Background: an optimization exercise with open tools, aiming at small area. Do not read the settings as production practice. Only simulation tests tie the RTL to the original design; equivalence was not proved. Power and IR drop assume default switching activity.

## avg_bank
module avg_bank (
    input  wire        clk,
    input  wire        rst,
    input  wire        scan,
    input  wire        s_valid,
    input  wire [7:0]  s_pd,
    input  wire [15:0] s_value,
    input  wire [1:0]  s_tag,
    input  wire        cfg_valid,
    input  wire [3:0]  cfg_ch,
    input  wire [7:0]  cfg_pd,
    input  wire [3:0]  cfg_len,
    input  wire [3:0]  rd_ch,
    output reg  [15:0] rd_mean,
    output reg  [31:0] rd_sum,
    output reg  [1:0]  rd_tag,
    output wire [31:0] rd_seq,
    output reg  [31:0] sat_count,
    output reg  [31:0] guard_count,
    output reg  [31:0] inv_count
);
For scale: roughly 230 I/O pins, ~96000 um2 of cells after synthesis.
==> flow/config.mk <==
export PLATFORM = sky130hd
export DESIGN_NAME = avg_bank
export DESIGN_NICKNAME = avg_bank
export VERILOG_FILES = /design/flow/design.v
export SDC_FILE = /design/flow/constraint.sdc
export NUM_CORES = 4
export LEC_CHECK = 0
export CAP_MARGIN = 20
export CORE_MARGIN = 2
export CORE_UTILIZATION = 65
export SLEW_MARGIN = 20
==> flow/constraint.sdc <==
create_clock -name core_clock -period 18.0 [get_ports {clk}]
set_input_delay 3.6000 -clock core_clock [delete_from_list [all_inputs] [get_ports {clk}]]
set_output_delay 3.6000 -clock core_clock [all_outputs]
set_load 0.01 [all_outputs]
standard.sh (not shown) runs the stock make flow with config.mk's settings and CLKGATE_MAP_FILE= SYNTH_SCRIPT=/design/flow/synth_recipe.tcl, a recipe that flattens the netlist after the stock synthesis.
==> flow/flow/run.sh <==
#!/bin/bash
# Layout flow: the standard flow (standard.sh, which runs the standard
# synthesis and ORFS from floorplan to finish), with two changes to how the
# layout is made:
#  - the port buffers are the smallest buffer (buf_1), not the flow's pick;
#  - clock tree synthesis clusters up to 25 sinks within 100 um under each
#    clkbuf_16 leaf buffer and inserts no dummy loads;
# make's output goes to flow_make.log; each ORFS step's own log is under
# orfs/logs/.
set -euo pipefail
export BUFFER_PORTS_ARGS="-buffer_cell sky130_fd_sc_hd__buf_1"
export CTS_ARGS="-sink_clustering_enable -repair_clock_nets -dont_use_dummy_load -sink_clustering_size 25 -sink_clustering_max_diameter 100 -buf_list sky130_fd_sc_hd__clkbuf_16"
bash standard.sh finish > flow_make.log 2>&1
Rerun with:
--- a/flow/design.v
+++ b/flow/design.v
@@ -11,49 +11,49 @@
     input  wire [7:0]  cfg_pd,
     input  wire [3:0]  cfg_len,
     input  wire [3:0]  rd_ch,
     output reg  [15:0] rd_mean,
     output reg  [31:0] rd_sum,
     output reg  [1:0]  rd_tag,
     output wire [31:0] rd_seq,
     output reg  [31:0] sat_count,
     output reg  [31:0] guard_count,
     output reg  [31:0] inv_count
 );
     localparam NCH = 16;
-    localparam [3:0] RES_NONE  = 4'd14;    
-    localparam [3:0] RES_GUARD = 4'd15;    
     function [1:0] fa;
         input a, b, c;
         begin
             fa = {(a & b) | (a & c) | (b & c), a ^ b ^ c};
         end
     endfunction
     reg [7:0]  ch_pd      [0:NCH-1];
     reg [3:0]  ch_len     [0:NCH-1];
     reg        pend       [0:NCH-1];
     reg [7:0]  pend_pd    [0:NCH-1];
     reg [3:0]  pend_len   [0:NCH-1];
     reg [24:0] acc        [0:NCH-1];
     reg        acc_guard  [0:NCH-1];
     reg        acc_inv    [0:NCH-1];
     reg [11:0] scans      [0:NCH-1];    
+    reg        res_valid  [0:NCH-1];    
     reg [24:0] res_acc    [0:NCH-1];
-    reg [3:0]  res_len    [0:NCH-1];    
+    reg [3:0]  res_len    [0:NCH-1];
+    reg        res_guard  [0:NCH-1];
     reg        res_inv    [0:NCH-1];
     reg [31:0] res_seq    [0:NCH-1];
+    wire        r_valid = res_valid[rd_ch];
     wire [24:0] r_acc   = res_acc[rd_ch];
     wire [3:0]  r_len   = res_len[rd_ch];
-    wire        r_valid = r_len != RES_NONE;
-    wire        r_guard = r_len == RES_GUARD;
+    wire        r_guard = res_guard[rd_ch];
     wire        r_inv   = res_inv[rd_ch];
     assign rd_seq = res_seq[rd_ch];
     reg [24:0] r_t1, r_t2, r_t4;
     reg [15:0] r_v;
     reg [9:0]  r_so;
     reg        r_clamp;
     integer j;
     always @(*) begin
         r_t1 = r_len[0] ? {r_acc[24], r_acc[24:1]} : r_acc;
         r_t2 = r_len[1] ? {{2{r_t1[24]}}, r_t1[24:2]} : r_t1;
         r_t4 = r_len[2] ? {{4{r_t2[24]}}, r_t2[24:4]} : r_t2;
         r_v  = r_len[3] ? r_t4[23:8] : r_t4[15:0];
@@ -188,26 +188,27 @@
             if (rst || renew[i]) begin
                 acc[i]       <= 25'd0;
                 acc_guard[i] <= 1'b0;
                 acc_inv[i]   <= 1'b0;
                 scans[i]     <= 12'd0;
             end else begin
                 acc[i]       <= sum_next[i];
                 acc_guard[i] <= acc_guard[i] | ovf[i];
                 acc_inv[i]   <= acc_inv[i] | (hit[i] & s_tag[1]);
                 scans[i]     <= scans[i] ^ sc[i][11:0];
             end
             if (rst) begin
-                res_len[i]   <= RES_NONE;
+                res_valid[i] <= 1'b0;
                 res_seq[i]   <= 32'd0;
             end else begin
-                if (store[i])
-                    res_len[i] <= acc_guard[i] ? RES_GUARD : ch_len[i];
+                res_valid[i] <= res_valid[i] | store[i];
                 res_seq[i]   <= res_seq[i] ^ qc[i][31:0];
             end
             if (store[i]) begin
                 res_acc[i]   <= acc[i];
+                res_len[i]   <= ch_len[i];
+                res_guard[i] <= acc_guard[i];
                 res_inv[i]   <= acc_inv[i];
             end
         end
     end
 endmodule
Outcome: Critical path depth went down by 1; fmax went up by 0.37%; sequential power went up by about 2%; global-route usage went up by 0.54 points; power went up by about 1.1%; setup slack improves by 0.061 ns; first-iteration DRC count went up by about 15%.

[static timing again, ports no longer ideal]
No port has a modelled driver above. Below, the same layouts with a new extraction and two added sets of constraints. Step 1 assumes that a clkbuf_16 drives the clock port and a buf_2 every other input. Step 2 moves the port delays by t, midway between the first and last clock arrival at a register: inputs arrive t later, outputs are due t later. That takes back most of the time a late clock gives input paths. a / b / c = no drivers / after step 1 / after step 2; a / b = the first two.
run	shift t [ns]	slack for setup (ns)	latest minus earliest clock arrival (ns)
the first run	0.810	1.592 / 1.656 / 0.845	0.064 / 0.065
the second run	0.826	1.653 / 1.723 / 0.898	0.069 / 0.069
After both steps setup and hold are still met in every run listed. The setup slack of the second run, which loses most, moves by +0.070 ns with the drivers and by -0.755 ns with both steps.
